Background: an optimization exercise with open tools, aiming at small area, a short achievable clock period and few clock cycles per item. Do not read the settings as production practice. In this exercise RTL edits were held to simulation tests only and were not proved equivalent to the original.

==> flow/design.v, too long to show whole: its modules and the start of the top module <==
// module rs_stage_a: 834 lines
// module rs_stage_b1: 176 lines
// module rs_stage_b2: 82 lines
// module dc_rs_decoder: 126 lines
module dc_rs_decoder (
  input  wire         clk,
  input  wire         rst,           
  input  wire         in_valid,
  output wire         in_ready,
  input  wire [159:0] in_sym,        
  input  wire         in_mark_a_vld,
  input  wire [4:0]   in_mark_a,
  input  wire         in_mark_b_vld,
  input  wire [4:0]   in_mark_b,
  output reg          out_valid,
  input  wire         out_ready,
  output reg  [127:0] out_data,      
  output reg  [1:0]   out_status,    
  output reg  [19:0]  out_changed,
  output reg          out_unmarked_vld,
  output reg  [4:0]   out_unmarked,
  output reg  [31:0]  out_synd
);
  // ...
==> flow/run.sh <==
#!/bin/bash
# synth_recipe.tcl (not shown) runs the flow's synth.tcl, then flattens the netlist and writes it again
# the make line also repeats each setting of config.mk as NAME=value (left out here)
make -C /OpenROAD-flow-scripts/flow DESIGN_CONFIG=/design/flow/config.mk WORK_HOME=/design/flow/orfs CLKGATE_MAP_FILE= SYNTH_SCRIPT=/design/flow/synth_recipe.tcl finish
==> flow/config.mk <==
export PLATFORM = sky130hd
export DESIGN_NAME = dc_rs_decoder
export DESIGN_NICKNAME = dc_rs_decoder
export VERILOG_FILES = /design/flow/design.v
export SDC_FILE = /design/flow/constraint.sdc
export NUM_CORES = 4
export LEC_CHECK = 0
export ABC_AREA = 1
export CAP_MARGIN = 20
export CORE_MARGIN = 2
export CORE_UTILIZATION = 40
export PLACE_DENSITY = 0.6
export SLEW_MARGIN = 20
==> flow/constraint.sdc <==
create_clock -name core_clock -period 22.0 [get_ports {clk}]
set_input_delay 4.4000 -clock core_clock [delete_from_list [all_inputs] [get_ports {clk}]]
set_output_delay 4.4000 -clock core_clock [all_outputs]
set_load 0.01 [all_outputs]
==> results_dict.tcl, run 1 <==
set metrics [dict create \
    worst-r2r-setup-slack_ns 12.27 \
    drt_iter0_drc 7802 \
    ctsResizeCount 0 \
    end_kind "flip-flop" \
    largest_register "sk_beat" \
    met3_length_mm 25.6 \
    hold_violations 0 \
    route.top_layer_used "met5" \
    min_to "r2_dat[124]" \
    final_common_cell "nand2_1" \
    multi_input_area_um2 38500 \
    die_y_um 406 \
    setup_viol 0 \
    buf_share 0.0573 \
    cts_root_buf "clkbuf_16" \
    yosys-top-cells-area "edfxtp_1 34%, nand2_1 17%, xor2_1 12%" \
    critical_path.top_delay_family "simple AND/OR/NAND/NOR gates" \
    grt_pass1_vias 57100 \
    io_buffers 365 \
    met1_length_mm 126 \
    synthCells 8892 \
    tns_ns 0 \
    multi_input_area_share 0.526 \
    cp-startpoint "r1_ma[0]" \
    status "no timing/DRC/antenna violations" \
    grt_pass1_wl_mm 405 \
    final_cells 11400 \
    regArea_um2 22200 \
    n_sequential_cell 741 \
    worstHoldStart "r1_dat[124]" \
    drive_gt1_frac 0.0529 \
    first_pass_iters 6 \
    synth.area.mux_share 0.000155 \
    htree_num_levels 3 \
    die_w_um 406 \
    grt_remaining_overflow 0 \
    num-clock-buffers 98 \
    hold_buffers 0 \
    max_freq_mhz 103 \
    placed_cells 11300 \
]
Testbench counts, summed over its fixed seeds: cycles 16,024, items 16,000.
==> run 2: changes to the inputs <==
--- a/flow/config.mk
+++ b/flow/config.mk
@@ -8,6 +8,6 @@
 export ABC_AREA = 1
 export CAP_MARGIN = 20
 export CORE_MARGIN = 2
-export CORE_UTILIZATION = 40
-export PLACE_DENSITY = 0.6
+export CORE_UTILIZATION = 55
+export PLACE_DENSITY = 0.7
 export SLEW_MARGIN = 20
==> results_dict.tcl, run 2 <==
set metrics [dict create \
    status "no timing/DRC/antenna violations" \
    yosys.area.top_type "edfxtp_1" \
    synth-edff-count 737 \
    rsz0062_at_grt "false" \
    end_kind "flip-flop" \
    hpwl_mm 207 \
    max_stage_delay_ns 0.71 \
    grt_pass1_wl_mm 391 \
    drt-total-wl_mm 271 \
    place_area_um2 69400 \
    fin_nets 9366 \
    min_path_type "flip-flop to flip-flop" \
    ys_types 64 \
    ant_nets 0 \
    via_count 65400 \
    post_cts_buffers 0 \
    final_area_um2 71900 \
    required_ns 22.38 \
    clock_sinks 741 \
    final_cells 10800 \
    cts_inserted_buffers 80 \
    tns_ns 0 \
    drv_cap 0 \
    drc 0 \
    grt_remaining_overflow 0 \
    hold_buffers 0 \
    start_util 0.555 \
    cts_tree "done" \
    yosys-top-cells-area "edfxtp_1 34%, nand2_1 17%, xor2_1 12%" \
    critPathMaxFanout 19 \
    async_flop_share 0 \
    ctsResizeCount 0 \
    die_y_um 347 \
    die_w_um 347 \
    synth_common_cells "2879 x nand2_1, 1085 x nor2_1, 904 x xor2_1, 745 x nand3_1, 737 x edfxtp_1" \
    grt_usage 0.436 \
    wire_per_inst_um 25.2 \
    grt_pass1_vias 60000 \
    drive_gt1_frac 0.0501 \
    syn-num-nets 9094 \
    largest_reg_flops 172 \
    final_common_cell "nand2_1" \
    clockBufferDepth 3 \
    cp_common_cell "nand2_1" \
    clock_latency_ns 0.67 \
    rows 125 \
    finalCritPeriodShare 0.432 \
    clock_skew_ns 0.0409 \
    tightest_slew_ns 1.12 \
    first_pass_iters 10 \
    critPathSlowestCell "nand2_2" \
    io_buffers 365 \
    setup_viol 0 \
    grt_max_degree 173 \
    yosysWarningCount 3 \
    finalMaxSlewViolations 0 \
    worstPathArrival_ns 9.90 \
    period_minus_slack_ns 9.51 \
    avgSynthCellArea_um2 7.26 \
    largest_register "sk_beat" \
    antenna_found_initial 16 \
    ys_ff_latch 741 \
    die-area_um2 120000 \
    relSlewSlack 0.246 \
    synth.cell_area_um2 64500 \
    path_class "flip-flop to flip-flop" \
    finish.utilization 0.619 \
    coreArea_um2 116000 \
    routed_via_density 6.08 \
    whs_ns 0.399 \
    htree_num_levels 3 \
    ios 366 \
    max_freq_mhz 105 \
    path_clk_slew_ns 0.07 \
    area_delta_synth_final_pct 11.5 \
    routabilityCongestion 1.06 \
    synth-seq-area-share 0.344 \
    placed_cells 10600 \
    drt_iter0_drc 11000 \
    synth-main-ff-cell "edfxtp_1" \
    synth_top_cell_area_share 0.343 \
    start_kind "flip-flop" \
    final_cell_mix "2878 x nand2_1, 1083 x nor2_1, 904 x xor2_1" \
    yosys.cell_count.top_type "nand2_1" \
    hold_violations 0 \
    synthCells 8892 \
    cts_root_buf "clkbuf_16" \
]
run 2: cell counts after synthesis:
No cell type changed its count.
run 2: critical path: cells and delay by family (launching register included):
kind / cells / cell delay, ns
and+or+nand+nor: 26 / 5.44
buffers and inverters: 4 / 1.13
adders and majority gates: 1 / 0.47
xor gates and xnor gates: 3 / 0.87
DFF: 1 / 0.70
AOI/OAI and AO/OA: 3 / 0.59
run 2: area by class of cell:
| cell class | count | area [um^2] |
|---|---|---|
| Clock buffer | 91 | 2060 |
| Timing Repair Buffer | 416 | 4060 |
| Antenna cell | 9 | 22.5 |
| Clock inverter | 52 | 418 |
| Inverter | 734 | 2770 |
| Multi-Input combinational cell | 7191 | 38500 |
| Sequential cell | 741 | 22200 |
| Fill cell | 10100 | 44300 |
| Tap cell | 1524 | 1910 |
run 2: final timing paths:
check	start	to	slack [ns]	depth (start not counted)
hold reg to reg	r1_dat[113]	r2_dat[113]	0.40	0
hold / removal	r1_dat[113]	r2_dat[113]	0.40	0
setup / recovery	r2_p[2]	out_changed[14]	12.49	37
setup reg to reg	r2_p[2]	out_changed[14]	12.49	37
run 2: metrics by stage:
stage	setup WS (ns)
floorplan	8.93
global placement	12.90
detailed placement	12.94
CTS	12.88
global route	11.90
finish	12.49
run 2: metal layers:
layer	routed length, um	vias up	global-route usage	share of wire
li1	-	28900	-	-
met1	101000	30100	0.585	0.37
met2	113000	5297	0.645	0.42
met3	38600	1077	0.115	0.14
met4	17600	14	0.226	0.065
met5	128	-	0	0.00047
run 2: kinds of logic after synthesis:
group                    count (synthesis)  synth area share
adder cells (fa/ha/maj)                 26           0.00551
buffers and inverters                  960            0.0598
flip-flops                             741             0.344
XOR/XNOR                              1566             0.214
multiplexers                             1          0.000155
AO/OA/AOI/OAI                          381            0.0344
AND/OR/NAND/NOR                       5217             0.342

==> static timing again, ports no longer ideal <==
The flow's constraints put no driver on any port. The routed layouts listed below were extracted and timed again, unchanged, in two steps.
Step 1: set_driving_cell puts a clkbuf_16 on clk and a buf_2 on each other input, an assumption about the parent block.
Step 2, shift: input delay + t, output delay - t, t = (earliest + latest rising clock arrival at the registers) / 2. This alone moves slack from input paths to output paths.
Slacks: ideal / step 1 / step 2; pairs: ideal / step 1.
run | shift t [ns] | slack for setup (ns) | worst setup path after step 2 | worst slew at a driven data input, ns | cell pins on the clock port's net
run 1 | 0.774 | 12.266 / 12.266 / 12.266 | register to register | 0.17 | 1
run 2 | 0.732 | 12.486 / 12.486 / 12.486 | register to register | 0.10 | 1
After both steps setup and hold are still met in every run listed.
